What follows belongs to an exercise in optimizing a design on an open flow for small area; a production flow would make more cautious choices. Function was checked by simulation only, so behaviour that the tests miss may differ from the original. Power and IR drop assume default switching activity.

===== design.v =====
module elk_rd (
    input  wire [9:0] code,
    input  wire       rd,
    output wire       rd6,
    output wire       rd_out
);
    reg [1:0] c6;    
    reg [1:0] c4;
    always @(*) begin
        case (code[9:4])
            6'b000111: c6 = 2'b10;
            6'b111000: c6 = 2'b01;
            6'b000000, 6'b000001, 6'b000010, 6'b000100, 6'b001000, 6'b010000, 6'b100000,
            6'b000011, 6'b000101, 6'b000110, 6'b001001, 6'b001010, 6'b001100,
            6'b010001, 6'b010010, 6'b010100, 6'b011000, 6'b100001, 6'b100010,
            6'b100100, 6'b101000, 6'b110000: c6 = 2'b01;
            6'b001011, 6'b001101, 6'b001110, 6'b010011, 6'b010101, 6'b010110,
            6'b011001, 6'b011010, 6'b011100, 6'b100011, 6'b100101, 6'b100110,
            6'b101001, 6'b101010, 6'b101100, 6'b110001, 6'b110010, 6'b110100: c6 = 2'b00;
            default: c6 = 2'b10;
        endcase
        case (code[3:0])
            4'b0011: c4 = 2'b10;
            4'b1100: c4 = 2'b01;
            4'b0000, 4'b0001, 4'b0010, 4'b0100, 4'b1000: c4 = 2'b01;
            4'b0101, 4'b0110, 4'b1001, 4'b1010: c4 = 2'b00;
            default: c4 = 2'b10;
        endcase
    end
    assign rd6    = c6[1] | (rd & ~c6[0]);
    assign rd_out = c4[1] | (rd6 & ~c4[0]);
endmodule
module elk_enc (
    input  wire [7:0] d,
    input  wire       rd,
    output wire [9:0] code,
    output wire       rd_out
);
    reg [5:0] s6;
    reg       u6;      
    reg       f6;      
    reg [3:0] s4;
    reg       u4, f4;
    wire      rd6 = rd ^ f6;
    wire      a7  = rd6 ? (d[4:0] == 5'd11 || d[4:0] == 5'd13 || d[4:0] == 5'd14)
                        : (d[4:0] == 5'd17 || d[4:0] == 5'd18 || d[4:0] == 5'd20);
    always @(*) begin
        case (d[4:0])
            5'd0:  s6 = 6'b100111;
            5'd1:  s6 = 6'b011101;
            5'd2:  s6 = 6'b101101;
            5'd3:  s6 = 6'b110001;
            5'd4:  s6 = 6'b110101;
            5'd5:  s6 = 6'b101001;
            5'd6:  s6 = 6'b011001;
            5'd7:  s6 = 6'b111000;
            5'd8:  s6 = 6'b111001;
            5'd9:  s6 = 6'b100101;
            5'd10: s6 = 6'b010101;
            5'd11: s6 = 6'b110100;
            5'd12: s6 = 6'b001101;
            5'd13: s6 = 6'b101100;
            5'd14: s6 = 6'b011100;
            5'd15: s6 = 6'b010111;
            5'd16: s6 = 6'b011011;
            5'd17: s6 = 6'b100011;
            5'd18: s6 = 6'b010011;
            5'd19: s6 = 6'b110010;
            5'd20: s6 = 6'b001011;
            5'd21: s6 = 6'b101010;
            5'd22: s6 = 6'b011010;
            5'd23: s6 = 6'b111010;
            5'd24: s6 = 6'b110011;
            5'd25: s6 = 6'b100110;
            5'd26: s6 = 6'b010110;
            5'd27: s6 = 6'b110110;
            5'd28: s6 = 6'b001110;
            5'd29: s6 = 6'b101110;
            5'd30: s6 = 6'b011110;
            default: s6 = 6'b101011;
        endcase
        case (d[4:0])
            5'd0, 5'd1, 5'd2, 5'd4, 5'd8, 5'd15, 5'd16, 5'd23, 5'd24,
            5'd27, 5'd29, 5'd30, 5'd31: f6 = 1'b1;
            default: f6 = 1'b0;
        endcase
        u6 = f6 | (d[4:0] == 5'd7);
        case (d[7:5])
            3'd0: s4 = 4'b1011;
            3'd1: s4 = 4'b1001;
            3'd2: s4 = 4'b0101;
            3'd3: s4 = 4'b1100;
            3'd4: s4 = 4'b1101;
            3'd5: s4 = 4'b1010;
            3'd6: s4 = 4'b0110;
            default: s4 = a7 ? 4'b0111 : 4'b1110;
        endcase
        f4 = (d[7:5] == 3'd0) | (d[7:5] == 3'd4) | (d[7:5] == 3'd7);
        u4 = f4 | (d[7:5] == 3'd3);
    end
    assign code   = {s6 ^ {6{rd & u6}}, s4 ^ {4{rd6 & u4}}};
    assign rd_out = rd6 ^ f4;
endmodule
module elk_dec (
    input  wire [9:0] code,
    input  wire       rd,
    output reg  [7:0] d,
    output wire       is_data,
    output wire       is_s,       
    output wire       is_t,       
    output wire       is_e,       
    output wire       is_ctl,     
    output wire       rd_out
);
    wire [5:0] c6 = code[9:4];
    wire [3:0] c4 = code[3:0];
    wire       e  = code[5];
    wire       i  = code[4];
    wire       rd6;
    elk_rd u_rd (.code(code), .rd(rd), .rd6(rd6), .rd_out(rd_out));
    reg v6;
    always @(*) begin
        case (c6)
            6'b110001, 6'b101001, 6'b011001, 6'b100101, 6'b010101, 6'b110100,
            6'b001101, 6'b101100, 6'b011100, 6'b100011, 6'b010011, 6'b110010,
            6'b001011, 6'b101010, 6'b011010, 6'b100110, 6'b010110, 6'b001110: v6 = 1'b1;
            6'b111000: v6 = ~rd;
            6'b000111: v6 = rd;
            6'b100111, 6'b011101, 6'b101101, 6'b110101, 6'b111001, 6'b010111,
            6'b011011, 6'b111010, 6'b110011, 6'b110110, 6'b101110, 6'b011110,
            6'b101011: v6 = ~rd;
            6'b011000, 6'b100010, 6'b010010, 6'b001010, 6'b000110, 6'b101000,
            6'b100100, 6'b000101, 6'b001100, 6'b001001, 6'b010001, 6'b100001,
            6'b010100: v6 = rd;
            default: v6 = 1'b0;
        endcase
    end
    reg v4;
    always @(*) begin
        case (c4)
            4'b1001, 4'b0101, 4'b1010, 4'b0110: v4 = 1'b1;
            4'b1100: v4 = ~rd6;
            4'b0011: v4 = rd6;
            4'b1011, 4'b1101: v4 = ~rd6;
            4'b1110: v4 = ~rd6 & ~(e & i);
            4'b0111: v4 = ~rd6 &  (e & i);
            4'b0100, 4'b0010: v4 = rd6;
            4'b0001: v4 = rd6 &  (e | i);
            4'b1000: v4 = rd6 & ~(e | i);
            default: v4 = 1'b0;
        endcase
    end
    assign is_data = v6 & v4;
    assign is_s = code == (rd ? 10'b0010010111 : 10'b1101101000);
    assign is_t = code == (rd ? 10'b0100010111 : 10'b1011101000);
    assign is_e = code == (rd ? 10'b1100000110 : 10'b0011111001);
    wire   is_i = code == (rd ? 10'b1100000101 : 10'b0011111010);
    assign is_ctl = is_s | is_t | is_e | is_i;
    always @(*) begin
        case (c6)
            6'b100111, 6'b011000: d[4:0] = 5'd0;
            6'b011101, 6'b100010: d[4:0] = 5'd1;
            6'b101101, 6'b010010: d[4:0] = 5'd2;
            6'b110001:            d[4:0] = 5'd3;
            6'b110101, 6'b001010: d[4:0] = 5'd4;
            6'b101001:            d[4:0] = 5'd5;
            6'b011001:            d[4:0] = 5'd6;
            6'b111000, 6'b000111: d[4:0] = 5'd7;
            6'b111001, 6'b000110: d[4:0] = 5'd8;
            6'b100101:            d[4:0] = 5'd9;
            6'b010101:            d[4:0] = 5'd10;
            6'b110100:            d[4:0] = 5'd11;
            6'b001101:            d[4:0] = 5'd12;
            6'b101100:            d[4:0] = 5'd13;
            6'b011100:            d[4:0] = 5'd14;
            6'b010111, 6'b101000: d[4:0] = 5'd15;
            6'b011011, 6'b100100: d[4:0] = 5'd16;
            6'b100011:            d[4:0] = 5'd17;
            6'b010011:            d[4:0] = 5'd18;
            6'b110010:            d[4:0] = 5'd19;
            6'b001011:            d[4:0] = 5'd20;
            6'b101010:            d[4:0] = 5'd21;
            6'b011010:            d[4:0] = 5'd22;
            6'b111010, 6'b000101: d[4:0] = 5'd23;
            6'b110011, 6'b001100: d[4:0] = 5'd24;
            6'b100110:            d[4:0] = 5'd25;
            6'b010110:            d[4:0] = 5'd26;
            6'b110110, 6'b001001: d[4:0] = 5'd27;
            6'b001110:            d[4:0] = 5'd28;
            6'b101110, 6'b010001: d[4:0] = 5'd29;
            6'b011110, 6'b100001: d[4:0] = 5'd30;
            6'b101011, 6'b010100: d[4:0] = 5'd31;
            default:              d[4:0] = {c6[1], c6[2], c6[3], c6[4], c6[5]};
        endcase
        case (c4)
            4'b1011, 4'b0100: d[7:5] = 3'd0;
            4'b1001:          d[7:5] = 3'd1;
            4'b0101:          d[7:5] = 3'd2;
            4'b1100, 4'b0011: d[7:5] = 3'd3;
            4'b1101, 4'b0010: d[7:5] = 3'd4;
            4'b1010:          d[7:5] = 3'd5;
            4'b0110:          d[7:5] = 3'd6;
            4'b1110, 4'b0001, 4'b0111, 4'b1000: d[7:5] = 3'd7;
            default:          d[7:5] = 3'd7;
        endcase
    end
endmodule
module elk_crc32 (
    input  wire [31:8] crc,
    input  wire [7:0]  t,
    output reg  [31:0] crc_next
);
    integer i;
    reg [31:0] f;
    always @(*) begin
        f = {24'd0, t};
        for (i = 0; i < 8; i = i + 1)
            f = {1'b0, f[31:1]} ^ (f[0] ? 32'hEDB88320 : 32'd0);
        crc_next = {8'd0, crc[31:8]} ^ f;
    end
endmodule
module elkob_pcs (
    input  wire       clk,
    input  wire       rst,
    input  wire       tx_valid,
    input  wire [7:0] tx_data,
    input  wire       tx_last,
    output wire       tx_ready,
    output reg  [9:0] tx_code,
    input  wire [9:0] rx_code,
    output reg        rx_valid,
    output reg  [7:0] rx_data,
    output reg        rx_end,
    output reg        rx_crc_ok,
    output reg        rx_code_err,
    output reg        rx_echo
);
    localparam [3:0] T_BOUND = 4'd0,    
                     T_IDLED = 4'd1,    
                     T_DATA  = 4'd2,    
                     T_END   = 4'd4,    
                     T_IDLEK = 4'd5,    
                     T_CRC0  = 4'd8,    
                     T_CRC3  = 4'd11;
    reg  [3:0]  t_state;
    reg  [31:0] t_crc;       
    reg         t_rd;
    wire        t_data = (t_state == T_DATA);
    wire        t_crcs = t_state[3];
    assign tx_ready = t_data;
    wire [7:0]  t_byte = t_data ? tx_data : ~t_crc[7:0];
    wire [9:0]  t_dcode;
    wire        t_drd;
    elk_enc u_tx_enc (.d(t_byte), .rd(t_rd), .code(t_dcode), .rd_out(t_drd));
    reg  [3:0]  t_next;
    reg  [9:0]  t_code;
    reg         t_rd_next;
    always @(*) begin
        t_code    = t_dcode;
        t_rd_next = t_drd;
        t_next    = T_IDLED;
        case (t_state)
            T_BOUND: begin
                if (tx_valid) begin
                    t_code    = t_rd ? 10'b0010010111 : 10'b1101101000;    
                    t_rd_next = t_rd;
                    t_next    = T_DATA;
                end else begin
                    t_code    = t_rd ? 10'b1100000101 : 10'b0011111010;    
                    t_rd_next = ~t_rd;
                end
            end
            T_IDLED: begin
                t_code    = t_rd ? 10'b1001000101 : 10'b0110110101;        
                t_rd_next = ~t_rd;
                t_next    = T_BOUND;
            end
            T_DATA:  t_next = tx_last ? T_CRC0 : T_DATA;
            T_END: begin
                t_code    = t_rd ? 10'b0100010111 : 10'b1011101000;        
                t_rd_next = t_rd;
                t_next    = T_IDLEK;
            end
            T_IDLEK: begin
                t_code    = t_rd ? 10'b1100000101 : 10'b0011111010;        
                t_rd_next = ~t_rd;
            end
            default: t_next = (t_state == T_CRC3) ? T_END : t_state + 4'd1;
        endcase
    end
    wire [31:0] t_crc_next;
    elk_crc32 u_tx_crc (.crc(t_crc[31:8]), .t(t_data ? t_crc[7:0] ^ tx_data : 8'd0),
                        .crc_next(t_crc_next));
    always @(posedge clk) begin
        t_crc <= (t_state == T_BOUND) ? 32'hFFFF_FFFF : t_crc_next;
        if (rst) begin
            t_state <= T_BOUND;
            t_rd    <= 1'b0;
            tx_code <= 10'd0;
        end else begin
            t_state <= t_next;
            t_rd    <= t_rd_next;
            tx_code <= t_code;
        end
    end
    reg         r_rd;
    reg         r_in_frame;
    reg  [31:0] r_crc;
    wire [7:0]  r_d;
    wire        r_is_data, r_is_s, r_is_t, r_is_e, r_is_ctl, r_rd_next;
    elk_dec u_rx_dec (.code(rx_code), .rd(r_rd), .d(r_d), .is_data(r_is_data),
                      .is_s(r_is_s), .is_t(r_is_t), .is_e(r_is_e), .is_ctl(r_is_ctl),
                      .rd_out(r_rd_next));
    wire [31:0] r_crc_next;
    elk_crc32 u_rx_crc (.crc(r_crc[31:8]), .t(r_crc[7:0] ^ r_d), .crc_next(r_crc_next));
    always @(posedge clk) begin
        r_crc   <= r_is_s ? 32'hFFFF_FFFF : r_crc_next;
        rx_data <= r_d;
        if (rst) begin
            r_rd        <= 1'b0;
            r_in_frame  <= 1'b0;
            rx_valid    <= 1'b0;
            rx_end      <= 1'b0;
            rx_crc_ok   <= 1'b0;
            rx_code_err <= 1'b0;
            rx_echo     <= 1'b0;
        end else begin
            r_rd        <= r_rd_next;
            r_in_frame  <= r_is_s | (r_in_frame & r_is_data);
            rx_valid    <= r_in_frame & r_is_data;
            rx_end      <= r_in_frame & ~r_is_data;
            rx_crc_ok   <= r_is_t & (r_crc == 32'hDEBB20E3);
            rx_code_err <= ~(r_is_data | r_is_ctl);
            rx_echo     <= r_is_e;
        end
    end
endmodule

===== run.sh =====
#!/bin/bash
# synth_recipe.tcl (not shown) runs the flow's synth.tcl, then flattens the netlist and writes it again
# the make line also repeats each setting of config.mk as NAME=value (left out here)
make -C /OpenROAD-flow-scripts/flow DESIGN_CONFIG=/design/flow/config.mk WORK_HOME=/design/flow/orfs CLKGATE_MAP_FILE= SYNTH_SCRIPT=/design/flow/synth_recipe.tcl finish

===== config.mk =====
export PLATFORM = sky130hd
export DESIGN_NAME = elkob_pcs
export DESIGN_NICKNAME = elkob_pcs
export VERILOG_FILES = /design/flow/design.v
export SDC_FILE = /design/flow/constraint.sdc
export NUM_CORES = 4
export LEC_CHECK = 0
export CAP_MARGIN = 20
export CORE_MARGIN = 2
export CORE_UTILIZATION = 70
export SLEW_MARGIN = 20

===== constraint.sdc =====
create_clock -name core_clock -period 11.0 [get_ports {clk}]
set_input_delay 2.2000 -clock core_clock [delete_from_list [all_inputs] [get_ports {clk}]]
set_output_delay 2.2000 -clock core_clock [all_outputs]
set_load 0.01 [all_outputs]

==> summary.md, run 1 <==
| Metric | Value |
|---|---|
| Status | finished clean |
| Required time worst endpoint | 11.21 ns |
| Remaining Overflow, GRT | 0 |
| Synthesized area | 0.006625 mm² |
| Vias in the first global route | 5353 |
| Cell variety after synth | 85 |
| Clk root buf | clkbuf_8 |
| Met3 Use GR | 0.03865 |
| Ratio of cells with drive above 1 in the final layout | 0.05919 |
| Sw Ratio | 0.4462 |
| TritonCTS clock tree | done |
| Clock Skew | 0.01264 ns |
| Sequential fraction of the synthesis area | 0.2840 |
| DR WL/cell | 16.50 µm |
| Hpwl dp | 11.13 mm |
| PwrDens | 366.3 mW/mm² |
| Sequential fraction of design power | 0.229 |
| Int Pwr | 1.461 mW |
| Number of routed nets with antenna violations | 0 |
| Setup-failing EPs final | 0 |
| Post-synth EDFFs | 0 |
| Placer Congestion | 0.9584 |
| Antenna violations before repair | 0 |
| Die area | 0.01026 mm² |
| GR peak layer | met2 |
| Type of origin of the critical path | input port |
| Num CTS Buffers | 9 |
| Die boundary height | 101.3 µm |
| Worst slew margin | 0.2890 |
| Tcrit/Tclk final | 0.5014 |
| Hold Path Class | reg -> reg |
| Port buffer count | 45 |
| Area Growth Syn to Fin | 8.763% |
| Worst setup path class | in -> reg |
| Gate count after technology mapping | 798 |
| RSZ-0062 raised after global routing | false |
| Peak supply drop | 0.3314 mV |
| Synth Net Count | 837 |
| Net count, final | 846 |
| Total Power | 2.639 mW |
| MaxCap Viol Count | 0 |
| Via/cell ratio | 6.112 |
| Final min period | 5.515 ns |
| Clock Tree Buf Depth | 2 |
| Post-CTS Setup Inserts | 0 |
| Fin. max-slew vios | 0 |
| CP max FO | 29 |
| I/O pin count | 46 |
| Clk latency of the worst-skew pair | 0.37 ns |
| Total track usage | 0.3087 |
| H-tree depth | 3 |
| FMAX | 181.3 MHz |
| Drt total wl | 15.21 mm |
| Clk pin slew, worst setup/hold paths | 0.10 ns |
| Post-synth top flop | dfxtp_1 |
| Hold Fails Final Rpt | 0 |
| CTS Hold Bufs | 0 |
| GR Layer Usage met1 | 0.4101 |
| Row Count | 35 |
| Via Count | 5635 |
| DRC Markers | 0 |
| First-pass detailed-route iteration total | 6 |
| Clock power frac | 0.083 |
| Async SR Flop Fraction | 0 |
| Flops & latches, synth | 94 |
| Clk sinks | 94 |
| Crit. End Element | flip-flop |
| Met2 usage in global routing | 0.5176 |
| Synth warnings | 5 |
| Syn avg cell area | 8.302 µm² |
| Initial cell density of the core | 0.7204 |
| Fin Setup TNS | 0 ns |
| P_leak | 2.909 nW |
| WP data arrival | 5.72 ns |
| Largest net degree at the start of global routing | 38 |
| Comb power frac | 0.688 |
| Slew at the pin closest to its max-slew limit | 1.063 ns |
| Psw | 1.178 mW |
| Post-cts sizing count | 0 |
| Core area | 0.009196 mm² |
| First-pass GRT wire length | 25.49 mm |
| Die W | 101.3 µm |
| Iter 0 DRT Violations | 291 |
| Antenna diode count | 0 |
## metal layers
layer / up-vias / part of all wire
met2: 182 / 0.49
met1: 2663 / 0.43
met4: 0 / 0.022
met5: - / 0
li1: 2756 / -
met3: 34 / 0.050
## power groups by stage
stage	sequential, mW	combinational (mW)	clock [mW]
after floorplan	0.585	1.47	0
after global placement	0.602	1.71	0
after detailed placement	0.609	1.79	0
after CTS	0.601	1.82	0.221
after global routing	0.615	2.00	0.233
final	0.604	1.82	0.219
## registers in the layout, indices dropped and copies added, names as in the netlist
signal and count:
r_crc 32, r_in_frame 1, r_rd 1, rx_code_err 1
rx_crc_ok 1, rx_data 8, rx_echo 1, rx_end 1
rx_valid 1, t_crc 32, t_rd 1, t_state 4
tx_code 10
## Yosys cell counts, drive strengths merged, types with 5 or more instances
cell / n / share of area
a21oi: 33 / 0.025
xor2: 55 / 0.077
o211ai: 7 / 0.0079
o31ai: 5 / 0.0057
a221oi: 5 / 0.0093
or3: 9 / 0.0085
nor2b: 12 / 0.011
o22ai: 6 / 0.0057
a31oi: 6 / 0.0066
mux2i: 14 / 0.023
or2: 6 / 0.0057
clkbuf: 34 / 0.019
buf: 18 / 0.015
o21ai: 48 / 0.036
nand2b: 11 / 0.010
nor3: 16 / 0.012
dfxtp: 94 / 0.28
nor4: 5 / 0.0047
nand3: 22 / 0.017
nor2: 48 / 0.028
ha: 17 / 0.032
a211o: 6 / 0.0079
xnor2: 81 / 0.11
inv: 31 / 0.018
xnor3: 9 / 0.031
a21boi: 5 / 0.0057
nand4: 7 / 0.0066
a211oi: 8 / 0.011
nand2: 110 / 0.062
## area by class of cell
type / count / area (µm²)
multi-input combinational: 620 / 4398
fill: 624 / 1991
sequential: 94 / 1882
timing repair buffer: 50 / 488.0
tap: 111 / 138.9
clock buffer: 9 / 123.9
inverter: 32 / 120.1
clock inverter: 6 / 55.05
## path summary, 6_finish.rpt
path / slack, ns / from / depth (start not counted) / end
worst max-delay path: 5.48 / rx_code[9] / 9 / r_crc[23]
worst min-delay path: 0.47 / t_crc[14] / 2 / t_crc[6]
worst max register to register: 7.01 / t_state[0] / 15 / tx_code[3]
worst min register to register: 0.47 / t_crc[14] / 2 / t_crc[6]
## layout by cell type (no fill, tap or decap), drive strengths merged, types with 3 or more instances in the layout
cell / instances
a211o: 6
a211oi: 8
a21boi: 5
a21oi: 33
a221oi: 5
a2bb2oi: 3
a31oi: 6
and2: 3
and3: 4
buf: 5
clkbuf: 9
clkdlybuf4s50: 45
dfxtp: 94
ha: 17
inv: 35
mux2: 4
mux2i: 14
nand2: 110
nand2b: 11
nand3: 22
nand3b: 4
nand4: 7
nor2: 48
nor2b: 12
nor3: 16
nor3b: 4
nor4: 5
o2111ai: 3
o211ai: 7
o21ai: 48
o22ai: 6
o311ai: 4
o31ai: 5
or2: 6
or3: 9
xnor2: 81
xnor3: 9
xor2: 55
xor3: 3
## critical path, cell delays in order
cell             delay, ns
clkdlybuf4s50_1       1.12
xnor2_1               0.21
mux2i_1               0.10
mux2_4                0.29
a221oi_4              0.40
xnor3_2               0.49
xor3_2                0.50
xnor3_1               0.32
nand2_1               0.08
## metrics by stage
step	utilization	instance area [µm²]	instances	setup slack, ns	hold slack, ns
2_1_floorplan	-	6625	798	6.440	0.4176
3_3_place_gp	0.7639	7025	907	5.300	0.4431
3_5_place_dp	0.7639	7025	907	5.140	0.4500
4_1_cts	0.7834	7204	922	5.502	0.4681
5_1_grt	0.7835	7206	922	5.300	0.4810
6_report	0.7835	7206	922	5.485	0.4670
## cells by family after synthesis
logic type                 Yosys count  synth area share
AOI/OAI and AO/OA                  164            0.1702
xor gates and xnor gates           148            0.2306
adders and majority gates           19           0.03513
buffers and inverters               84           0.05288
DFF                                 94            0.2840
muxes                               19           0.03380
and+or+nand+nor                    270            0.1934
==> run 2, diff against run 1 <==
--- a/config.mk
+++ b/config.mk
@@ -8,4 +8,4 @@
 export CAP_MARGIN = 20
 export CORE_MARGIN = 2
-export CORE_UTILIZATION = 70
+export CORE_UTILIZATION = 40
 export SLEW_MARGIN = 20
==> summary.md, run 2 <==
| Metric | Value |
|---|---|
| Total track usage | 0.1732 (was 0.3087) |
| Post-synth EDFFs | 0 (unchanged) |
| Core area | 0.01641 mm² (was 0.009196 mm²) |
| Crit Reg-Reg Startpoint | t_state[0] (unchanged) |
| Post-cts sizing count | 0 (unchanged) |
| Worst reg2reg setup slack | 7.00 ns (was 7.01 ns) |
| Hpwl dp | 10.63 mm (was 11.13 mm) |
| Reg2reg end | tx_code[1] (was tx_code[3]) |
| Async SR Flop Fraction | 0 (unchanged) |
| Hold Path Depth | 2 (unchanged) |
| First-pass detailed-route iteration total | 4 (was 6) |
| Clk latency of the worst-skew pair | 0.35 ns (was 0.37 ns) |
| DRC Markers | 0 (unchanged) |
| I/O pin count | 46 (unchanged) |
| Vias in the first global route | 4897 (was 5353) |
| Post-CTS Setup Inserts | 0 (unchanged) |
| Final min period | 5.420 ns (was 5.515 ns) |
| Post-synth top flop | dfxtp_1 (unchanged) |
| Row Count | 47 (was 35) |
| Ratio of cells with drive above 1 in the final layout | 0.06265 (was 0.05919) |
| Area share of the largest cell type after synthesis | 0.2840 (unchanged) |
| Placed cell count | 1018 (was 907) |
| Via Count | 5333 (was 5635) |
| Syn avg cell area | 8.302 µm² (unchanged) |
| Clock Tree Buf Depth | 2 (unchanged) |
| Clk root buf | clkbuf_16 (was clkbuf_8) |
| Crit-path cells | clkdlybuf4s50_1, xnor2_1, mux2i_1, mux2_4, a221oi_4, xnor3_2, xor3_2, xnor3_1, nand2_1 (unchanged) |
| Flops & latches, synth | 94 (unchanged) |
| Die area | 0.01761 mm² (was 0.01026 mm²) |
| Port buffer count | 45 (unchanged) |
| Placer Congestion | 0.8531 (was 0.9584) |
| Worst setup path class | in -> reg (unchanged) |
| Synth warnings | 5 (unchanged) |
| Area Growth Syn to Fin | 13.05% (was 8.763%) |
| FMAX | 184.5 MHz (was 181.3 MHz) |
| First-pass GRT wire length | 24.78 mm (was 25.49 mm) |
| Commonest non-fill, non-tap cell in the layout | nand2_1 (unchanged) |
| Net count, final | 848 (was 846) |
| Biggest regs | r_crc: 32 flops, t_crc: 32 flops, tx_code: 10 flops (unchanged) |
| CTS Hold Bufs | 0 (unchanged) |
| CP endpoint | r_crc[20] (was r_crc[23]) |
| Num CTS Buffers | 9 (unchanged) |
| PwrDens | 359.3 mW/mm² (was 366.3 mW/mm²) |
| Die boundary height | 132.7 µm (was 101.3 µm) |
| Critical path's top delay family | XOR/XNOR gates (unchanged) |
| H-tree depth | 3 (unchanged) |
| Area of the multi-input gates | 0.004398 mm² (unchanged) |
| Post-layout util | 0.4565 (was 0.7835) |
| Critical Path Source | rx_code[9] (unchanged) |
| Buf/Inv on CP | 1 (unchanged) |
| Fin cells | 1034 (was 922) |
| Antenna diode count | 0 (unchanged) |
| Cell with the most instances after synthesis | nand2_1 (unchanged) |
| Critical Path Max Stage Delay | 1.13 ns (was 1.12 ns) |
| Peak supply drop | 0.1499 mV (was 0.3314 mV) |
| Worst slew margin | 0.3283 (was 0.2890) |
| P_leak | 2.983 nW (was 2.909 nW) |
| Number of routed nets with antenna violations | 0 (unchanged) |
| Drt total wl | 14.92 mm (was 15.21 mm) |
| Setup-failing EPs final | 0 (unchanged) |
| Synthesized area | 0.006625 mm² (unchanged) |
| Slew at the pin closest to its max-slew limit | 1.004 ns (was 1.063 ns) |
| MaxCap Viol Count | 0 (unchanged) |
| Crit. End Element | flip-flop (unchanged) |
| Sequential fraction of the synthesis area | 0.2840 (unchanged) |
| Die W | 132.7 µm (was 101.3 µm) |
| Hold Fails Final Rpt | 0 (unchanged) |
| Ranking of synthesized cells by area | dfxtp_1 (28%), xnor2_1 (10%), xor2_1 (6.7%), nand2_1 (6.2%), ha_1 (3.2%) (unchanged) |
| TritonCTS clock tree | done (unchanged) |
| Antenna violations before repair | 0 (unchanged) |
| Gate count after technology mapping | 798 (unchanged) |
| Clk sinks | 94 (unchanged) |
| RSZ-0062 raised after global routing | false (unchanged) |
| Commonest cells after routing, fill and taps aside | nand2_1 (110), dfxtp_1 (94), xnor2_1 (77) (unchanged) |
| Initial cell density of the core | 0.4038 (was 0.7204) |
| Fill count | 1615 (was 624) |
| Synth Net Count | 837 (unchanged) |
| Clk pin slew, worst setup/hold paths | 0.07 ns (was 0.10 ns) |
| CP Depth | 9 (unchanged) |
| Status | finished clean (unchanged) |
| Hold Path Class | reg -> reg (unchanged) |
| WP data arrival | 5.72 ns (about the same) |
| Iter 0 DRT Violations | 368 (was 291) |
| Type of origin of the critical path | input port (unchanged) |
| Largest net degree at the start of global routing | 38 (unchanged) |
| DR WL/cell | 14.43 µm (was 16.50 µm) |
| Tcrit/Tclk final | 0.4927 (was 0.5014) |
| Cell variety after synth | 85 (unchanged) |
| Biggest area consumer among synthesized cells | dfxtp_1 (unchanged) |
| Fin. max-slew vios | 0 (unchanged) |
| Via/cell ratio | 5.158 (was 6.112) |
| Depth of the most critical reg-to-reg path | 14 (was 15) |
| Worst path slowest cell | clkdlybuf4s50_1 (unchanged) |
| Post-synth top cells | nand2_1 (110), dfxtp_1 (94), xnor2_1 (77), xor2_1 (51), nor2_1 (47) (unchanged) |
| CP max FO | 29 (unchanged) |
| Fin Setup TNS | 0 ns (unchanged) |
| Seq. cell area | 0.001882 mm² (unchanged) |
| Remaining Overflow, GRT | 0 (unchanged) |
| Required time worst endpoint | 11.30 ns (was 11.21 ns) |
| Clock Skew | 0.01127 ns (was 0.01264 ns) |
[run 2: cell counts after synthesis]
No cell type changed its count.
[run 2: cell type report]
class | count | share of cell area
clock buffers | 9 | 0.03007
clock inverters | 7 | 0.01153
inverters | 32 | 0.01604
multi-input cells | 620 | 0.5872
flip-flops and latches | 94 | 0.2513
well taps | 220 | 0.03675
repair buffers | 52 | 0.06716
[run 2: stage by stage]
| step | hold WS, ns | instance area (µm²) | setup slack (ns) | power (mW) |
|---|---|---|---|---|
| finish | 0.4652 | 7490 | 5.580 | 2.691 |
| global route | 0.4895 | 7490 | 5.343 | 2.922 |
| CTS | 0.4623 | 7488 | 5.628 | 2.715 |
| detailed placement | 0.4468 | 7177 | 5.254 | 2.372 |
| global placement | 0.4420 | 7177 | 5.306 | 2.364 |
| floorplan | 0.4176 | 6625 | 6.440 | 2.052 |
[run 2: logic make-up after synthesis]
group,share of synthesized area
compound gates,0.1702
buf+inv,0.05288
xor+xnor,0.2306
flops,0.2840
mux,0.03380
fa+ha+maj,0.03513
simple gates,0.1934
[run 2: power by group]
group / leakage, nW / internal, mW / total, mW / switching, mW
combinational: 2.05 / 0.867 / 1.76 / 0.894
sequential: 0.784 / 0.507 / 0.599 / 0.0919
clock: 0.150 / 0.182 / 0.331 / 0.149
[run 2: how the worst min path moves through the flow]
stage | start | slack (ns) | endpoint
finish | t_crc[15] | 0.47 | t_crc[7]
detailed placement | t_crc[15] | 0.45 | t_crc[7]
floorplan | r_crc[18] | 0.42 | rx_crc_ok
global route | t_crc[30] | 0.49 | t_crc[22]
global placement | t_crc[8] | 0.44 | t_crc[0]
CTS | t_crc[15] | 0.46 | t_crc[7]
[run 2: metal layers]
metal / track usage / wire length (µm) / vias up
met4: 0.04122 / 113 / 0
met2: 0.2706 / 6691 / 85
li1: - / - / 2774
met1: 0.2451 / 7667 / 2465
met3: 0.03602 / 451 / 9
met5: 0 / 0 / -
[run 2: worst register-to-register path, delay by kind of cell (launching register included)]
family,cells,cell delay [ns]
flip-flops,1,0.35
buffers and inverters,3,0.57
AND/OR/NAND/NOR,3,0.88
XOR/XNOR,1,0.17
adder cells (fa/ha/maj),2,0.56
AO/OA/AOI/OAI,4,1.02
multiplexers,1,0.32
==> run 3, diff against run 2 <==
--- a/design.v
+++ b/design.v
@@ -220,4 +220,56 @@
     end
 endmodule
+module elk_crc32q (
+    input  wire [31:0] z,
+    input  wire [7:0]  qd,
+    output wire [31:0] z_next
+);
+    wire [7:0] w = z[7:0] ^ qd;
+    assign z_next[0] = z[8] ^ w[1] ^ w[5] ^ w[7];
+    assign z_next[1] = z[9] ^ w[2] ^ w[6];
+    assign z_next[2] = z[10] ^ w[1] ^ w[2] ^ w[6];
+    assign z_next[3] = z[11] ^ w[0] ^ w[2];
+    assign z_next[4] = z[12] ^ w[0];
+    assign z_next[5] = z[13] ^ w[5] ^ w[6];
+    assign z_next[6] = z[14] ^ w[2] ^ w[3] ^ w[4] ^ w[6];
+    assign z_next[7] = z[15] ^ w[4] ^ w[5] ^ w[7];
+    assign z_next[8] = z[16] ^ w[0];
+    assign z_next[9] = z[17] ^ w[1];
+    assign z_next[10] = z[18];
+    assign z_next[11] = z[19] ^ w[4];
+    assign z_next[12] = z[20] ^ w[0] ^ w[3];
+    assign z_next[13] = z[21] ^ w[1] ^ w[5];
+    assign z_next[14] = z[22] ^ w[3] ^ w[6];
+    assign z_next[15] = z[23];
+    assign z_next[16] = z[24] ^ w[0] ^ w[5] ^ w[6];
+    assign z_next[17] = z[25] ^ w[1] ^ w[4] ^ w[6] ^ w[7];
+    assign z_next[18] = z[26] ^ w[5] ^ w[7];
+    assign z_next[19] = z[27] ^ w[0] ^ w[5];
+    assign z_next[20] = z[28] ^ w[1] ^ w[3];
+    assign z_next[21] = z[29] ^ w[1] ^ w[3] ^ w[6];
+    assign z_next[22] = z[30] ^ w[0] ^ w[7];
+    assign z_next[23] = z[31] ^ w[2];
+    assign z_next[24] = w[0] ^ w[1] ^ w[6];
+    assign z_next[25] = w[4] ^ w[5];
+    assign z_next[26] = w[3];
+    assign z_next[27] = w[0] ^ w[2] ^ w[4] ^ w[5];
+    assign z_next[28] = w[7];
+    assign z_next[29] = w[0];
+    assign z_next[30] = w[5] ^ w[6];
+    assign z_next[31] = w[4];
+endmodule
+module elk_crc32q_in (
+    input  wire [7:0] d,
+    output wire [7:0] qd
+);
+    assign qd[0] = d[2] ^ d[3];
+    assign qd[1] = d[3];
+    assign qd[2] = d[0] ^ d[1] ^ d[2] ^ d[6];
+    assign qd[3] = d[1] ^ d[2] ^ d[6] ^ d[7];
+    assign qd[4] = d[1] ^ d[2] ^ d[3] ^ d[6];
+    assign qd[5] = d[2] ^ d[4] ^ d[5] ^ d[6] ^ d[7];
+    assign qd[6] = d[0] ^ d[5] ^ d[6];
+    assign qd[7] = d[0] ^ d[3] ^ d[6] ^ d[7];
+endmodule
 module elkob_pcs (
     input  wire       clk,
@@ -312,8 +364,10 @@
                       .is_s(r_is_s), .is_t(r_is_t), .is_e(r_is_e), .is_ctl(r_is_ctl),
                       .rd_out(r_rd_next));
+    wire [7:0]  r_qd;
     wire [31:0] r_crc_next;
-    elk_crc32 u_rx_crc (.crc(r_crc[31:8]), .t(r_crc[7:0] ^ r_d), .crc_next(r_crc_next));
+    elk_crc32q_in u_rx_q (.d(r_d), .qd(r_qd));
+    elk_crc32q u_rx_crc (.z(r_crc), .qd(r_qd), .z_next(r_crc_next));
     always @(posedge clk) begin
-        r_crc   <= r_is_s ? 32'hFFFF_FFFF : r_crc_next;
+        r_crc   <= r_is_s ? 32'h6262_6262 : r_crc_next;    
         rx_data <= r_d;
         if (rst) begin
@@ -330,5 +384,5 @@
             rx_valid    <= r_in_frame & r_is_data;
             rx_end      <= r_in_frame & ~r_is_data;
-            rx_crc_ok   <= r_is_t & (r_crc == 32'hDEBB20E3);
+            rx_crc_ok   <= r_is_t & (r_crc == 32'hC6A3_60EC);    
             rx_code_err <= ~(r_is_data | r_is_ctl);
             rx_echo     <= r_is_e;
==> flow/run.sh (new file) <==
#!/bin/bash
# Own flow: the standard synthesis, then the combinational logic between
# the registers is optimised again for area with ABC (&deepsyn) and mapped to
# the same library; registers (names, cells) are kept as they are. Then the
# standard layout steps run on the new netlist.
set -euo pipefail
W=$PWD
F=$W/flow
R=$W/orfs/results/$FLOW_PLATFORM/elkob_pcs/base
LIB=$FLOW_HOME/platforms/$FLOW_PLATFORM/lib/sky130_fd_sc_hd__tt_025C_1v80.lib

bash standard.sh synth > $W/synth_standard.log 2>&1

python3 $F/mkmodels.py $LIB > $W/cellmodels.v 2> $W/mkmodels.log
cp $R/1_2_yosys.v $W/1_2_yosys_standard.v
DONT_USE=$(grep -o -- "-dont_use [A-Za-z0-9_]*" $W/orfs/logs/$FLOW_PLATFORM/elkob_pcs/base/1_2_yosys.log | sort -u | tr '\n' ' ')
printf 'strash\n&get -n\n&deepsyn -T %s\n&dch -f\n&nf -a -R 1000\n&put\ntopo\nstime -p\n' "${DEEPSYN_T:-60}" > $W/reopt.abc
cat > $W/reopt.ys <<EOT
read_verilog $W/cellmodels.v
read_verilog $W/1_2_yosys_standard.v
hierarchy -top $FLOW_TOP
tee -q -o $W/reopt_before.txt stat -liberty $LIB
flatten
techmap
opt -fast -purge
abc -script $W/reopt.abc -liberty $LIB $DONT_USE
opt_clean -purge
setundef -zero
splitnets
opt_clean -purge
hilomap -singleton -hicell sky130_fd_sc_hd__conb_1 HI -locell sky130_fd_sc_hd__conb_1 LO
insbuf -buf sky130_fd_sc_hd__buf_4 A X
opt_clean -purge
tee -o $W/reopt_after.txt stat -liberty $LIB
write_verilog -nohex -nodec -noattr $W/1_2_yosys_reopt.v
EOT
yosys -q -l $W/reopt_yosys.log -s $W/reopt.ys
yosys -q -l $W/reopt_check.log -p "read_verilog -lib $W/cellmodels.v; read_verilog $W/1_2_yosys_reopt.v; hierarchy -top $FLOW_TOP; check -assert"

cp $W/1_2_yosys_reopt.v $R/1_2_yosys.v
rm -f $R/1_synth.odb $R/1_synth.sdc
# every port still gets its own buffer, the smallest one
BUFFER_PORTS_ARGS="-buffer_cell sky130_fd_sc_hd__buf_1" bash standard.sh finish > $W/finish_standard.log 2>&1
==> flow/mkmodels.py (new file) <==
import re,sys
s=open(sys.argv[1]).read()
out=[]
# crude liberty parse: find cells, their pins with direction and function
for m in re.finditer(r'\n\s*cell\s*\(\s*"?(\w+)"?\s*\)\s*\{',s):
    name=m.group(1); start=m.end()
    # find matching brace
    depth=1;i=start
    while depth:
        c=s[i]
        if c=='{':depth+=1
        elif c=='}':depth-=1
        i+=1
    body=s[start:i]
    seq = 'ff (' in body or 'latch (' in body or 'statetable' in body
    pins=[]
    for p in re.finditer(r'\n\s*pin\s*\(\s*"?(\w+)"?\s*\)\s*\{',body):
        pst=p.end(); d=1;j=pst
        while d:
            c=body[j]
            if c=='{':d+=1
            elif c=='}':d-=1
            j+=1
        pb=body[pst:j]
        dirm=re.search(r'direction\s*:\s*"?(\w+)"?',pb)
        fm=re.search(r'function\s*:\s*"([^"]*)"',pb)
        pins.append((p.group(1),dirm.group(1) if dirm else None,fm.group(1) if fm else None))
    if seq:
        seen=set(); ports=[]
        for p in pins:
            if p[1] in ('input','output') and p[0] not in seen:
                seen.add(p[0]); ports.append(f"{p[1]} {p[0]}")
        out.append(f"(* blackbox *) module {name}({', '.join(ports)}); endmodule")
        continue
    outs=[p for p in pins if p[1]=='output' and p[2]]
    ins=[p for p in pins if p[1]=='input']
    if not outs: continue
    ports=[f"input {p[0]}" for p in ins]+[f"output {p[0]}" for p in outs]
    lines=[f"module {name}({', '.join(ports)});"]
    for o in outs:
        f=o[2].replace('!','~').replace('*','&').replace('+','|')
        f=re.sub(r"(\w+)'", r"~\1", f)
        lines.append(f"  assign {o[0]} = {f};")
    lines.append("endmodule")
    out.append("\n".join(lines))
print("\n".join(out))
==> standard.sh (new file) <==
#!/bin/bash
# synth_recipe.tcl (not shown) runs the flow's synth.tcl, then flattens the netlist and writes it again
# the make line also repeats each setting of config.mk as NAME=value (left out here)
make -C /OpenROAD-flow-scripts/flow DESIGN_CONFIG=/design/flow/config.mk WORK_HOME=/design/flow/orfs CLKGATE_MAP_FILE= SYNTH_SCRIPT=/design/flow/synth_recipe.tcl "${@:-finish}"
--- a/config.mk
+++ b/config.mk
@@ -8,4 +8,4 @@
 export CAP_MARGIN = 20
 export CORE_MARGIN = 2
-export CORE_UTILIZATION = 40
+export CORE_UTILIZATION = 80
 export SLEW_MARGIN = 20
removed: run.sh
==> summary.md, run 3 <==
| Metric | Value |
|---|---|
| Worst slew margin | 0.3328 (was 0.3283) |
| Die boundary height | 81.87 µm (was 132.7 µm) |
| Hold Path Class | reg -> reg (unchanged) |
| Status | finished clean (unchanged) |
| Gate count after technology mapping | 590 (was 798) |
| Biggest regs | r_crc: 32 flops, t_crc: 32 flops, tx_code: 10 flops (unchanged) |
| Clk latency of the worst-skew pair | 0.39 ns (was 0.35 ns) |
| Crit Reg-Reg Startpoint | t_state[2] (was t_state[0]) |
| WP data arrival | 5.79 ns (was 5.72 ns) |
| Critical Path Source | rx_code[9] (unchanged) |
| Syn avg cell area | 8.222 µm² (was 8.302 µm²) |
| Sequential fraction of design power | 0.303 (was 0.222) |
| PwrDens | 392.2 mW/mm² (was 359.3 mW/mm²) |
| Hold Fails Final Rpt | 0 (unchanged) |
| P_leak | 1.974 nW (was 2.983 nW) |
| Sw Ratio | 0.4972 (was 0.4219) |
| Via/cell ratio | 6.832 (was 5.158) |
| Peak supply drop | 0.3187 mV (was 0.1499 mV) |
| Initial cell density of the core | 0.8242 (was 0.4038) |
| DR WL/cell | 18.81 µm (was 14.43 µm) |
| Worst setup path class | in -> reg (unchanged) |
| Clock Tree Buf Depth | 2 (unchanged) |
| TritonCTS clock tree | done (unchanged) |
| Reg2reg end | tx_code[8] (was tx_code[1]) |
| H-tree depth | 3 (unchanged) |
| Comb power frac | 0.588 (was 0.655) |
| Commonest cells after routing, fill and taps aside | dfxtp_1 (94), o21ai_0 (74), nand2_1 (66) (was nand2_1 (110), dfxtp_1 (94), xnor2_1 (77)) |
| DRC Markers | 0 (unchanged) |
| Net count, final | 668 (was 848) |
| Slew at the pin closest to its max-slew limit | 1.001 ns (was 1.004 ns) |
| Antenna violations before repair | 0 (unchanged) |
| Synthesized area | 0.004851 mm² (was 0.006625 mm²) |
| Commonest non-fill, non-tap cell in the layout | dfxtp_1 (was nand2_1) |
| Area Growth Syn to Fin | 9.337% (was 13.05%) |
| Remaining Overflow, GRT | 0 (unchanged) |
| Fin. max-slew vios | 0 (unchanged) |
| Row Count | 28 (was 47) |
| Number of routed nets with antenna violations | 0 (unchanged) |
| Tcrit/Tclk final | 0.4991 (was 0.4927) |
| Crit-path cells | buf_1, or2_0, nand2_1, o211a_1, o31a_1, a21oi_1, xnor2_1, xor2_1, xor2_1, mux2i_1 (was clkdlybuf4s50_1, xnor2_1, mux2i_1, mux2_4, a221oi_4, xnor3_2, xor3_2, xnor3_1, nand2_1) |
| CP endpoint | r_crc[2] (was r_crc[20]) |
| FMAX | 182.2 MHz (was 184.5 MHz) |
| CTS Hold Bufs | 0 (unchanged) |
| First-pass GRT wire length | 21.28 mm (was 24.78 mm) |
| Ratio of cells with drive above 1 in the final layout | 0.02458 (was 0.06265) |
| CP most frequent cell | xor2_1 |
| Critical Path Max Stage Delay | 0.74 ns (was 1.13 ns) |
| CP max FO | 13 (was 29) |
| Die W | 81.87 µm (was 132.7 µm) |
| Clk sinks | 94 (unchanged) |
| Post-CTS Setup Inserts | 0 (unchanged) |
| RSZ-0062 raised after global routing | false (unchanged) |
| Int Pwr | 1.046 mW (was 1.556 mW) |
| Port buffer count | 45 (unchanged) |
| Core area | 0.005886 mm² (was 0.01641 mm²) |
| Placer Congestion | 1.037 (was 0.8531) |
| Clock Skew | 0.01710 ns (was 0.01127 ns) |
| Post-cts sizing count | 0 (unchanged) |
| Crit. End Element | flip-flop (unchanged) |
| Required time worst endpoint | 11.30 ns (about the same) |
| Psw | 1.034 mW (was 1.135 mW) |
| Clock power frac | 0.110 (was 0.123) |
| Worst path slowest cell | a21oi_1 (was clkdlybuf4s50_1) |
| I/O pin count | 46 (unchanged) |
| Total track usage | 0.4155 (was 0.1732) |
| Synth Net Count | 612 (was 837) |
| Via Count | 4960 (was 5333) |
| First-pass detailed-route iteration total | 5 (was 4) |
| Clk pin slew, worst setup/hold paths | 0.11 ns (was 0.07 ns) |
| Die area | 0.006703 mm² (was 0.01761 mm²) |
| Final min period | 5.490 ns (was 5.420 ns) |
| Drt total wl | 13.66 mm (was 14.92 mm) |
| Depth of the most critical reg-to-reg path | 17 (was 14) |
| Post-layout util | 0.9011 (was 0.4565) |
| Fin Setup TNS | 0 ns (unchanged) |
| Largest net degree at the start of global routing | 38 (unchanged) |
| Final Hold Slack | 0.4439 ns (was 0.4652 ns) |
| Antenna diode count | 0 (unchanged) |
| Total Power | 2.080 mW (was 2.691 mW) |
| Setup-failing EPs final | 0 (unchanged) |
| Num CTS Buffers | 9 (unchanged) |
| Vias in the first global route | 4566 (was 4897) |
| Synth warnings | 5 (unchanged) |
| Hpwl dp | 9.151 mm (was 10.63 mm) |
| Type of origin of the critical path | input port (unchanged) |
| Worst reg2reg setup slack | 6.08 ns (was 7.00 ns) |
| Clk root buf | clkbuf_8 (was clkbuf_16) |
| Iter 0 DRT Violations | 514 (was 368) |
| MaxCap Viol Count | 0 (unchanged) |
[run 3: cell type report]
class                   count  area [µm²]
multi-input cells         491        2950
flip-flops and latches     94        1882
fillers                   295       581.8
repair buffers             45       168.9
clock buffers               9       123.9
well taps                  75       93.84
clock inverters             7       66.31
inverters                   5       18.77
[run 3: power by group through the flow]
stage	Clock (mW)	Sequential, mW	Combinational (mW)
floorplan	0	0.599	0.895
global placement	0	0.619	1.07
detailed placement	0	0.625	1.15
CTS	0.221	0.623	1.19
global route	0.238	0.642	1.33
finish	0.229	0.629	1.22
[run 3: layer usage]
| layer | track usage | part of all wire |
|---|---|---|
| met2 | 0.7130 | 0.49 |
| met4 | 0.2383 | 0.049 |
| met1 | 0.4724 | 0.38 |
| met3 | 0.09451 | 0.079 |
| met5 | 0 | 0 |
[run 3: how the worst min path moves through the flow]
stage                     depth (start not counted)        end  slack [ns]  startpoint
final                                             1  t_crc[23]        0.44   t_crc[31]
after global routing                              1   t_crc[0]        0.46    t_crc[8]
after CTS                                         1   t_crc[0]        0.44    t_crc[8]
after detailed placement                          1  t_crc[16]        0.42   t_crc[24]
after global placement                            1  t_crc[20]        0.41   t_crc[28]
after floorplan                                   1  t_crc[20]        0.41   t_crc[28]
[run 3: per-stage QoR]
step	area, µm²	setup WS [ns]	std cells
3_3_place_gp	5114	5.558	710
2_1_floorplan	4851	6.326	590
3_5_place_dp	5114	5.243	710
6_report	5304	5.510	726
4_1_cts	5304	5.599	726
5_1_grt	5304	5.307	726
[run 3: critical path, delay by kind of cell]
family / cells / cell delay [ns]
multiplexers: 1 / 0.26
AO/OA/AOI/OAI: 3 / 1.26
XOR/XNOR: 3 / 1.13
buffers and inverters: 1 / 0.41
AND/OR/NAND/NOR: 2 / 0.52
==> run 4, diff against run 3 <==
--- a/config.mk
+++ b/config.mk
@@ -9,3 +9,5 @@
 export CORE_MARGIN = 2
 export CORE_UTILIZATION = 80
+export CTS_CLUSTER_DIAMETER = 200
+export CTS_CLUSTER_SIZE = 50
 export SLEW_MARGIN = 20
==> summary.md, run 4 <==
| Metric | Value |
|---|---|
| Status | finished clean (unchanged) |
| Fin. max-slew vios | 0 (unchanged) |
| Worst setup path class | in -> reg (unchanged) |
| PwrDens | 392.2 mW/mm² (unchanged) |
| Via/cell ratio | 6.832 (unchanged) |
| Remaining Overflow, GRT | 0 (unchanged) |
| Clk latency of the worst-skew pair | 0.39 ns (about the same) |
| Drt total wl | 13.66 mm (unchanged) |
| I/O pin count | 46 (unchanged) |
| Area Growth Syn to Fin | 9.337% (unchanged) |
| Crit. End Element | flip-flop (unchanged) |
| Syn avg cell area | 8.222 µm² (unchanged) |
| Final instance area | 0.005304 mm² (unchanged) |
| Hold Path Depth | 1 (unchanged) |
| Number of routed nets with antenna violations | 0 (unchanged) |
| P_leak | 1.974 nW (unchanged) |
| Setup-failing EPs final | 0 (unchanged) |
| Fill count | 295 (unchanged) |
| DP Area | 0.005114 mm² (unchanged) |
| Via Count | 4960 (unchanged) |
| Clk root buf | clkbuf_8 (unchanged) |
| Clk pin slew, worst setup/hold paths | 0.11 ns (about the same) |
| Antenna diode count | 0 (unchanged) |
| Final min period | 5.490 ns (unchanged) |
| Depth of the most critical reg-to-reg path | 17 (unchanged) |
| DR WL/cell | 18.81 µm (unchanged) |
| Total track usage | 0.4155 (unchanged) |
| CTS Hold Bufs | 0 (unchanged) |
| Post-layout util | 0.9011 (unchanged) |
| CP max FO | 13 (unchanged) |
| Tcrit/Tclk final | 0.4991 (unchanged) |
| FMAX | 182.2 MHz (unchanged) |
| Num CTS Buffers | 9 (unchanged) |
| MaxCap Viol Count | 0 (unchanged) |
| Die area | 0.006703 mm² (unchanged) |
| Iter 0 DRT Violations | 514 (unchanged) |
| Antenna violations before repair | 0 (unchanged) |
| Ratio of cells with drive above 1 in the final layout | 0.02458 (unchanged) |
| Clk sinks | 94 (unchanged) |
| Peak supply drop | 0.3187 mV (unchanged) |
| Net count, final | 668 (unchanged) |
| Post-cts sizing count | 0 (unchanged) |
| Commonest cells after routing, fill and taps aside | dfxtp_1 (94), o21ai_0 (74), nand2_1 (66) (unchanged) |
| Hpwl dp | 9.151 mm (unchanged) |
| TritonCTS clock tree | done (unchanged) |
| WP data arrival | 5.79 ns (about the same) |
| Clock Tree Buf Depth | 2 (unchanged) |
| Fin Setup TNS | 0 ns (unchanged) |
| DRC Markers | 0 (unchanged) |
| Synth Net Count | 612 (unchanged) |
| First-pass GRT wire length | 21.28 mm (unchanged) |
| Required time worst endpoint | 11.30 ns (about the same) |
| Type of origin of the critical path | input port (unchanged) |
| Clock Skew | 0.01710 ns (unchanged) |
| Vias in the first global route | 4566 (unchanged) |
| Core area | 0.005886 mm² (unchanged) |
| Slew at the pin closest to its max-slew limit | 1.001 ns (unchanged) |
| Final Hold Slack | 0.4439 ns (unchanged) |
| H-tree depth | 3 (unchanged) |
| Gate count after technology mapping | 590 (unchanged) |
| Placer Congestion | 1.037 (unchanged) |
| Total Power | 2.080 mW (unchanged) |
| Die W | 81.87 µm (unchanged) |
| Biggest regs | r_crc: 32 flops, t_crc: 32 flops, tx_code: 10 flops (unchanged) |
| Port buffer count | 45 (unchanged) |
| Commonest non-fill, non-tap cell in the layout | dfxtp_1 (unchanged) |
| Post-CTS Setup Inserts | 0 (unchanged) |
| Synth warnings | 5 (unchanged) |
| Hold Fails Final Rpt | 0 (unchanged) |
| Die boundary height | 81.87 µm (unchanged) |
| Initial cell density of the core | 0.8242 (unchanged) |
| Largest net degree at the start of global routing | 38 (unchanged) |
| Hold Path Class | reg -> reg (unchanged) |
| Row Count | 28 (unchanged) |
| Worst slew margin | 0.3328 (unchanged) |
| Synthesized area | 0.004851 mm² (unchanged) |
| First-pass detailed-route iteration total | 5 (unchanged) |
| RSZ-0062 raised after global routing | false (unchanged) |
-- run 4: critical path, cell delays in order --
cell	delay, ns
buf_1	0.41
or2_0	0.35
nand2_1	0.17
o211a_1	0.24
o31a_1	0.28
a21oi_1	0.74
xnor2_1	0.35
xor2_1	0.52
xor2_1	0.26
mux2i_1	0.26
-- run 4: per-stage QoR --
step | worst slack, ns | instances
final | 5.510 | 726
after global routing | 5.307 | 726
after CTS | 5.599 | 726
after detailed placement | 5.243 | 710
after global placement | 5.558 | 710
after floorplan | 6.326 | 590
-- run 4: path summary, 6_finish.rpt --
kind / from / end / slack [ns]
worst min-delay path: t_crc[31] / t_crc[23] / 0.44
worst max register to register: t_state[2] / tx_code[8] / 6.08
worst min register to register: t_crc[31] / t_crc[23] / 0.44
worst max-delay path: rx_code[9] / r_crc[2] / 5.51
-- run 4: area by class of cell --
cell class	instances	area [µm²]	share of cell area
inverter	5	18.77	0.003539
timing repair buffer	45	168.9	0.03185
clock buffer	9	123.9	0.02335
multi-input combinational	491	2950	0.5563
clock inverter	7	66.31	0.01250
tap	75	93.84	0.01769
sequential	94	1882	0.3548
-- run 4: power by group --
| group | internal [mW] | leakage (nW) | switching, mW |
|---|---|---|---|
| Sequential | 0.506 | 0.787 | 0.123 |
| Clock | 0.0873 | 0.0949 | 0.141 |
| Combinational | 0.453 | 1.09 | 0.770 |
-- run 4: metal layers --
| layer | part of all wire | up-vias | GRT usage | wire, µm |
|---|---|---|---|---|
| li1 | - | 2244 | - | - |
| met1 | 0.38 | 2283 | 0.4724 | 5188 |
| met2 | 0.49 | 338 | 0.7130 | 6721 |
| met3 | 0.079 | 95 | 0.09451 | 1078 |
| met4 | 0.049 | 0 | 0.2383 | 668 |
| met5 | 0 | - | 0 | 0 |
==> run 5, diff against run 4 <==
--- a/flow/run.sh
+++ b/flow/run.sh
@@ -15,5 +15,5 @@
 cp $R/1_2_yosys.v $W/1_2_yosys_standard.v
 DONT_USE=$(grep -o -- "-dont_use [A-Za-z0-9_]*" $W/orfs/logs/$FLOW_PLATFORM/elkob_pcs/base/1_2_yosys.log | sort -u | tr '\n' ' ')
-printf 'strash\n&get -n\n&deepsyn -T %s\n&dch -f\n&nf -a -R 1000\n&put\ntopo\nstime -p\n' "${DEEPSYN_T:-60}" > $W/reopt.abc
+printf 'strash\n&get -n\n&deepsyn -T %s\n&put\ndch -f\nmap -a\ntopo\nstime -p\n' "${DEEPSYN_T:-120}" > $W/reopt.abc
 cat > $W/reopt.ys <<EOT
 read_verilog $W/cellmodels.v
--- a/config.mk
+++ b/config.mk
@@ -8,6 +8,4 @@
 export CAP_MARGIN = 20
 export CORE_MARGIN = 2
-export CORE_UTILIZATION = 80
-export CTS_CLUSTER_DIAMETER = 200
-export CTS_CLUSTER_SIZE = 50
+export CORE_UTILIZATION = 70
 export SLEW_MARGIN = 20
==> summary.md, run 5 <==
| Metric | Value |
|---|---|
| Setup-failing EPs final | 0 (unchanged) |
| Net count, final | 811 (was 668) |
| Synth Net Count | 754 (was 612) |
| Worst path slowest cell | buf_1 (was a21oi_1) |
| Hold Fails Final Rpt | 0 (unchanged) |
| Final min period | 5.613 ns (was 5.490 ns) |
| Remaining Overflow, GRT | 0 (unchanged) |
| Worst reg2reg setup slack | 5.59 ns (was 6.08 ns) |
| Num CTS Buffers | 9 (unchanged) |
| Crit-path cells | buf_1, clkinv_1, nor2_1, clkinv_1, nor2_1, clkinv_1, a21oi_1, clkinv_1, nand3_1, xor2_1, or2_2, nand2_1, xor2_1, clkinv_1, nor2_1, clkinv_1, o21ai_0, or2_2, a21oi_1 (was buf_1, or2_0, nand2_1, o211a_1, o31a_1, a21oi_1, xnor2_1, xor2_1, xor2_1, mux2i_1) |
| DP Area | 0.005341 mm² (was 0.005114 mm²) |
| Worst slew margin | 0.4525 (was 0.3328) |
| CP endpoint | r_crc[3] (was r_crc[2]) |
| Clock Skew | 0.01194 ns (was 0.01710 ns) |
| Via/cell ratio | 5.987 (was 6.832) |
| Status | finished clean (unchanged) |
| Clk sinks | 94 (unchanged) |
| Slew at the pin closest to its max-slew limit | 0.8192 ns (was 1.001 ns) |
| Met3 WL | 1.141 mm (was 1.078 mm) |
| WP data arrival | 5.87 ns (was 5.79 ns) |
| Worst setup path class | in -> reg (unchanged) |
| Hold Path Class | reg -> reg (unchanged) |
| Peak supply drop | 0.2351 mV (was 0.3187 mV) |
| P_leak | 2.204 nW (was 1.974 nW) |
| DRC Markers | 0 (unchanged) |
| Port buffer count | 45 (unchanged) |
| Required time worst endpoint | 11.26 ns (was 11.30 ns) |
| Critical Path Source | rx_code[4] (was rx_code[9]) |
| CTS Hold Bufs | 0 (unchanged) |
| Fin. max-slew vios | 0 (unchanged) |
| CP max FO | 9 (was 13) |
| Reg2reg end | tx_code[2] (was tx_code[8]) |
| Crit. End Element | flip-flop (unchanged) |
| Die W | 88.90 µm (was 81.87 µm) |
| CP Depth | 19 (was 10) |
| Top Layer Used | met4 (unchanged) |
| Commonest non-fill, non-tap cell in the layout | nand2_1 (was dfxtp_1) |
| Biggest regs | r_crc: 32 flops, t_crc: 32 flops, tx_code: 10 flops (unchanged) |
| Fin Setup TNS | 0 ns (unchanged) |
| MaxCap Viol Count | 0 (unchanged) |
| Gate count after technology mapping | 732 (was 590) |
| Initial cell density of the core | 0.7344 (was 0.8242) |
| First-pass GRT wire length | 21.62 mm (was 21.28 mm) |
| Critical Path Max Stage Delay | 0.31 ns (was 0.74 ns) |
| Routed wl met2 | 6.641 mm (was 6.721 mm) |
| PwrDens | 360.2 mW/mm² (was 392.2 mW/mm²) |
| Depth of the most critical reg-to-reg path | 21 (was 17) |
| CP most frequent cell | clkinv_1 (was xor2_1) |
| Iter 0 DRT Violations | 418 (was 514) |
| DRT met1 WL | 5.260 mm (was 5.188 mm) |
| Die boundary height | 88.90 µm (was 81.87 µm) |
| Clk root buf | clkbuf_8 (unchanged) |
| Row Count | 30 (was 28) |
| Tcrit/Tclk final | 0.5102 (was 0.4991) |
| Area Growth Syn to Fin | 9.648% (was 9.337%) |
| FMAX | 178.2 MHz (was 182.2 MHz) |
| Via Count | 5328 (was 4960) |
| Number of routed nets with antenna violations | 0 (unchanged) |
| Antenna diode count | 0 (unchanged) |
| Drt total wl | 13.57 mm (was 13.66 mm) |
| Post-cts sizing count | 0 (unchanged) |
| Crit Reg-Reg Startpoint | t_state[2] (unchanged) |
| Die area | 0.007902 mm² (was 0.006703 mm²) |
| DR WL/cell | 15.25 µm (was 18.81 µm) |
| Final instance area | 0.005532 mm² (was 0.005304 mm²) |
| Type of origin of the critical path | input port (unchanged) |
| Ratio of cells with drive above 1 in the final layout | 0.04282 (was 0.02458) |
| Synthesized area | 0.005045 mm² (was 0.004851 mm²) |
| Post-CTS Setup Inserts | 0 (unchanged) |
| TritonCTS clock tree | done (unchanged) |
| H-tree depth | 3 (unchanged) |
| Critical path's top delay family | simple AND/OR/NAND/NOR gates (was compound AO/OA/AOI/OAI gates) |
| Hpwl dp | 9.999 mm (was 9.151 mm) |
| Clock Tree Buf Depth | 2 (unchanged) |
| Clk pin slew, worst setup/hold paths | 0.10 ns (was 0.11 ns) |
| Commonest cells after routing, fill and taps aside | nand2_1 (122), nor2_1 (103), o21ai_0 (99) (was dfxtp_1 (94), o21ai_0 (74), nand2_1 (66)) |
| Vias in the first global route | 4874 (was 4566) |
| Core area | 0.006869 mm² (was 0.005886 mm²) |
| Final Hold Slack | 0.4321 ns (was 0.4439 ns) |
| Buf/Inv on CP | 7 (was 1) |
| Syn avg cell area | 6.892 µm² (was 8.222 µm²) |
| Placer Congestion | 0.9815 (was 1.037) |
| RSZ-0062 raised after global routing | false (unchanged) |
| First-pass detailed-route iteration total | 5 (unchanged) |
| Clk latency of the worst-skew pair | 0.37 ns (was 0.39 ns) |
| I/O pin count | 46 (unchanged) |
| Synth warnings | 5 (unchanged) |
| Total track usage | 0.3494 (was 0.4155) |
| Antenna violations before repair | 0 (unchanged) |
| Largest net degree at the start of global routing | 28 (was 38) |
run 5: cell count changes in the layout (fill, tap and decap cells not counted), sizes merged, moves of 8 or more:
cell and change:
nor2 +50, o311ai -10, clkinv +90, nand2 +56, o21ai +25, and2 -9, nor2b -9, nand3 +9
or2 +8, xnor2 -30
run 5: routing by layer:
layer  track usage  vias to the layer above
met5             0                        -
met4        0.1543                        0
met3       0.05817                       61
met2        0.6262                      348
met1        0.4091                     2355
li1              -                     2564
run 5: power by group:
| group | internal (mW) | switching, mW |
|---|---|---|
| logic | 0.398 | 0.777 |
| clock network | 0.0872 | 0.134 |
| registers | 0.500 | 0.0956 |
run 5: worst min path at each step:
stage,from,slack [ns],to,depth (start not counted)
after floorplan,r_crc[18],0.40,r_crc[10],2
final,r_crc[18],0.43,r_crc[10],2
after detailed placement,r_crc[18],0.42,r_crc[10],2
after global placement,r_crc[18],0.41,r_crc[10],2
after CTS,r_crc[18],0.43,r_crc[10],2
after global routing,t_crc[25],0.46,t_crc[17],1
run 5: cell type report:
class | count | area [µm²]
multi-input combinational | 543 | 2806
sequential | 94 | 1882
fill | 502 | 1338
inverter | 95 | 356.6
timing repair buffer | 46 | 176.4
clock buffer | 9 | 123.9
tap | 96 | 120.1
clock inverter | 7 | 66.31
run 5: tightest hold or removal path: cells and delay by family (launching register included):
kind	cells	cell delay [ns]
buf+inv	1	0.05
simple gates	1	0.04
flops	1	0.31
run 5: metrics by stage:
step,setup slack (ns),power (mW),utilization,std cells
after floorplan,6.088,1.445,-,732
after global placement,5.500,1.651,0.7776,874
after detailed placement,5.222,1.725,0.7776,874
after CTS,5.476,1.959,0.8053,890
after global routing,4.986,2.145,0.8053,890
final,5.387,1.993,0.8053,890

afterwards: timing with drivers on the ports:
In the flow no input, the clock included, has a driving cell. The finished layouts below were timed again as built, in two steps.
Step 1 assumes that a clkbuf_16 drives the clock port and a buf_2 every other input.
Step 2 times the ports against the registers' clock, not the clock port: input delays grow and output delays shrink by t, the midpoint of the rising clock arrivals with the driver on.
Three values: no drivers, after step 1, after step 2; two values: the first two.
run | t, ns | setup slack, ns | cell pins on the clock port's net
run 1 | 0.400 | 5.485 / 5.496 / 5.096 | 1
run 2 | 0.392 | 5.580 / 5.601 / 5.210 | 1
run 3 | 0.410 | 5.510 / 5.521 / 5.110 | 1
run 4 | 0.410 | 5.510 / 5.521 / 5.110 | 1
run 5 | 0.393 | 5.387 / 5.396 / 5.003 | 1
After both steps setup and hold are still met in every run listed.
